This design comes from an exercise in tuning for small area, a short achievable clock period and few clock cycles per item on the open sky130 flow, not from production work.
Function was checked by simulation only, so behaviour that the tests miss may differ from the original.
The clock port is modelled as an ideal driver; clocking choices that lean on that would not hold on a real chip.

// scale_acc
module scale_acc (
    input  wire        clk,
    input  wire        rst,           
    input  wire        in_valid,
    output wire        in_ready,
    input  wire        in_first,      
    input  wire        in_last,       
    input  wire [31:0] in_bias,
    input  wire [47:0] in_s,
    input  wire [15:0] in_x,
    input  wire [15:0] in_sm,
    input  wire [15:0] in_sx,
    output reg         res_valid,
    output wire [31:0] res_word,
    output wire        res_code_special,
    output wire [7:0]  res_scale_sat,
    output wire [7:0]  res_acc_sat,
    output wire [7:0]  res_flush_zero
);
For scale: roughly 190 I/O pins, ~0.041 mm^2 of cells after synthesis.
==> flow/config.mk <==
export PLATFORM = sky130hd
export DESIGN_NAME = scale_acc
export DESIGN_NICKNAME = scale_acc
export VERILOG_FILES = /design/flow/design.v
export SDC_FILE = /design/flow/constraint.sdc
export NUM_CORES = 4
export LEC_CHECK = 0
export ABC_AREA = 1
export CAP_MARGIN = 60
export CORE_MARGIN = 2
export CORE_UTILIZATION = 70
export CTS_CLUSTER_DIAMETER = 80
export CTS_CLUSTER_SIZE = 25
export PLACE_DENSITY = 0.8
export SLEW_MARGIN = 60
==> flow/constraint.sdc <==
create_clock -name core_clock -period 55.0 [get_ports {clk}]
set_input_delay 11.0000 -clock core_clock [delete_from_list [all_inputs] [get_ports {clk}]]
set_output_delay 11.0000 -clock core_clock [all_outputs]
set_load 0.01 [all_outputs]
standard.sh (not shown) runs the stock make flow with config.mk's settings and CLKGATE_MAP_FILE= SYNTH_SCRIPT=/design/flow/synth_recipe.tcl, a recipe that flattens the netlist after the stock synthesis.
==> flow/flow/run.sh <==
#!/bin/bash
# Layout flow: the standard flow (standard.sh) with two changes.
#  1. After the standard synthesis, polar_fix.py lets full adders absorb the
#     inverters around them (a full adder fed complemented inputs gives
#     complemented outputs). Registers and their names are untouched.
#  2. Ports are buffered with sky130_fd_sc_hd__buf_2 (every port still gets
#     its own buffer).
#  3. After CTS, the flip-flops that drive output ports are upsized
#     (flow/upsize_out.tcl).
# Each tool's output goes to a log file of its own in the work folder.
set -euo pipefail
R=orfs/results/${FLOW_PLATFORM:-sky130hd}/scale_acc/base

bash standard.sh synth > synth.log 2>&1
cp $R/1_2_yosys.v 1_2_yosys.standard.v
python3 flow/polar_fix.py 1_2_yosys.standard.v $R/1_2_yosys.polar.v > polar_fix.log 2>&1
mv $R/1_2_yosys.polar.v $R/1_2_yosys.v
rm -f $R/1_synth.odb $R/1_synth.sdc
bash standard.sh synth > synth_odb.log 2>&1

export BUFFER_PORTS_ARGS="-buffer_cell sky130_fd_sc_hd__buf_2"
export POST_CTS_TCL="$(pwd)/flow/upsize_out.tcl"
bash standard.sh finish > layout.log 2>&1
Other scripts of this flow, unchanged in this note and not shown: flow/flow/polar_fix.py, flow/flow/upsize_out.tcl
Testbench counts at the start, summed over its fixed seeds: cycles 26,970, groups 26,946.
Next try:
CORE_UTILIZATION = 65   (was 70)
CTS_CLUSTER_DIAMETER = unset   (was 80)
CTS_CLUSTER_SIZE = unset   (was 25)
PLACE_DENSITY = 0.75   (was 0.8)
The new run produced a clean layout.
Register-to-register slack is better by 0.37 ns.
Clock skew shrinks by 0.019 ns.
Synthesized area is unchanged.
Setup slack is better by 0.074 ns.

========
Another version of the RTL of scale_acc (not shown whole).
Size in the first run: roughly 6100 cells after synthesis, ~260 flip-flops, roughly 190 I/O pins, about 43000 sq um of cells after synthesis.
==> flow/config.mk <==
export PLATFORM = sky130hd
export DESIGN_NAME = scale_acc
export DESIGN_NICKNAME = scale_acc
export VERILOG_FILES = /design/flow/design.v
export SDC_FILE = /design/flow/constraint.sdc
export NUM_CORES = 4
export LEC_CHECK = 0
export ABC_AREA = 1
export CAP_MARGIN = 80
export CORE_MARGIN = 2
export CORE_UTILIZATION = 60
export PLACE_DENSITY = 0.7
export SLEW_MARGIN = 80
==> flow/constraint.sdc <==
create_clock -name core_clock -period 55.0 [get_ports {clk}]
set_input_delay 11.0000 -clock core_clock [delete_from_list [all_inputs] [get_ports {clk}]]
set_output_delay 11.0000 -clock core_clock [all_outputs]
set_load 0.01 [all_outputs]
run.sh (not shown) runs the stock make flow with config.mk's settings and CLKGATE_MAP_FILE= SYNTH_SCRIPT=/design/flow/synth_recipe.tcl, a recipe that flattens the netlist after the stock synthesis.
Stock flow here: none of the scripts above is used.
Testbench counts at the start, summed over its fixed seeds: cycles 26,970, groups 26,946.
Change:
--- a/flow/config.mk
+++ b/flow/config.mk
@@ -7,7 +7,7 @@
 export LEC_CHECK = 0
 export ABC_AREA = 1
-export CAP_MARGIN = 80
+export CAP_MARGIN = 60
 export CORE_MARGIN = 2
 export CORE_UTILIZATION = 60
 export PLACE_DENSITY = 0.7
-export SLEW_MARGIN = 80
+export SLEW_MARGIN = 60
The new run went through all stages and came out clean.
Routed wire length decreases by 4.0%.
Via count came out lower by about 2.7%.
Cell count drops by 1.6%.
Change:
--- a/flow/config.mk
+++ b/flow/config.mk
@@ -7,7 +7,7 @@
 export LEC_CHECK = 0
 export ABC_AREA = 1
-export CAP_MARGIN = 60
+export CAP_MARGIN = 20
 export CORE_MARGIN = 2
 export CORE_UTILIZATION = 60
 export PLACE_DENSITY = 0.7
-export SLEW_MARGIN = 60
+export SLEW_MARGIN = 20
=> Final cell count barely changes. Clock skew climbs by 0.0034 ns.

========
Another version of the RTL of scale_acc (not shown whole).
==> flow/config.mk <==
export PLATFORM = sky130hd
export DESIGN_NAME = scale_acc
export DESIGN_NICKNAME = scale_acc
export VERILOG_FILES = /design/flow/design.v
export SDC_FILE = /design/flow/constraint.sdc
export NUM_CORES = 4
export LEC_CHECK = 0
export ABC_AREA = 1
export CAP_MARGIN = 20
export CORE_MARGIN = 2
export CORE_UTILIZATION = 65
export PLACE_DENSITY = 0.75
export SLEW_MARGIN = 60
==> flow/constraint.sdc <==
create_clock -name core_clock -period 55.0 [get_ports {clk}]
set_input_delay 11.0000 -clock core_clock [delete_from_list [all_inputs] [get_ports {clk}]]
set_output_delay 11.0000 -clock core_clock [all_outputs]
set_load 0.01 [all_outputs]
standard.sh (not shown) runs the stock make flow with config.mk's settings and CLKGATE_MAP_FILE= SYNTH_SCRIPT=/design/flow/synth_recipe.tcl, a recipe that flattens the netlist after the stock synthesis.
==> flow/flow/run.sh <==
#!/bin/bash
# Layout flow: the standard flow (standard.sh) with these changes.
#  1. After the standard synthesis, polar_fix.py lets full adders absorb the
#     inverters around them (a full adder fed complemented inputs gives
#     complemented outputs); a half adder fed two complemented signals becomes
#     xor2 + nor2. Registers and their names are untouched.
#  2. Ports are buffered with sky130_fd_sc_hd__buf_2 (every port still gets
#     its own buffer).
#  3. After CTS, the flip-flops that drive output ports are upsized
#     (flow/upsize_out.tcl).
# Each tool's output goes to a log file of its own in the work folder.
set -euo pipefail
R=orfs/results/${FLOW_PLATFORM:-sky130hd}/scale_acc/base

bash standard.sh synth > synth.log 2>&1
cp $R/1_2_yosys.v 1_2_yosys.standard.v
python3 flow/polar_fix.py 1_2_yosys.standard.v $R/1_2_yosys.polar.v > polar_fix.log 2>&1
mv $R/1_2_yosys.polar.v $R/1_2_yosys.v
rm -f $R/1_synth.odb $R/1_synth.sdc
bash standard.sh synth > synth_odb.log 2>&1

export BUFFER_PORTS_ARGS="-buffer_cell sky130_fd_sc_hd__buf_2"
export POST_CTS_TCL="$(pwd)/flow/upsize_out.tcl"
bash standard.sh finish > layout.log 2>&1
Other scripts of this flow, unchanged in this note and not shown: flow/flow/polar_fix.py, flow/flow/upsize_out.tcl
The first run ran to the end with no violations.
Testbench counts at the start, summed over its fixed seeds: cycles 26,970, groups 26,946.
==> next run, changes <==
- CAP_MARGIN: 20 -> 60
After rerunning: Via count stays the same; fmax does not change; synthesized cell count stays the same; count of clock-buffer cells in the layout stays the same; setup slack does not change; critical path depth does not change; routed wire length is unchanged.
==> next run, changes <==
- CAP_MARGIN: 60 -> 50
- SLEW_MARGIN: 60 -> 50
Wire length went down by 0.61%.
Non-clock buffer count went down by 8.
Hold slack barely changes.

re-timing with driven ports:
Ports are ideal in the flow. The routed layouts listed here were re-timed in OpenROAD.
Step 1, drivers: a clkbuf_16 drives clk and a buf_2 each remaining input, both assumed.
Step 2, shift: input delay + t, output delay - t, t = (earliest + latest rising clock arrival at the registers) / 2. This alone moves slack from input paths to output paths.
a / b / c = ideal / step 1 / step 2; a / b = the first two.
run | shift t [ns] | setup WS [ns] | hold slack, ns
the first run of note 1 | 0.622 | 42.834 / 42.768 / 42.853 | 0.403 / 0.403 / 0.403
the second run of note 1 | 0.645 | 42.908 / 42.843 / 43.225 | 0.400 / 0.400 / 0.400
the first run of note 2 | 0.627 | 42.323 / 42.261 / 42.888 | 0.352 / 0.352 / 0.352
the second run of note 2 | 0.639 | 42.352 / 42.289 / 42.407 | 0.351 / 0.351 / 0.351
the third run of note 2 | 0.639 | 41.266 / 41.266 / 41.266 | 0.353 / 0.353 / 0.353
the first run of note 3 | 0.667 | 42.904 / 42.835 / 43.502 | 0.407 / 0.407 / 0.407
the second run of note 3 | 0.667 | 42.904 / 42.835 / 43.502 | 0.407 / 0.407 / 0.407
the third run of note 3 | 0.666 | 42.854 / 42.788 / 43.097 | 0.409 / 0.409 / 0.409
After both steps setup and hold are still met in every run listed.
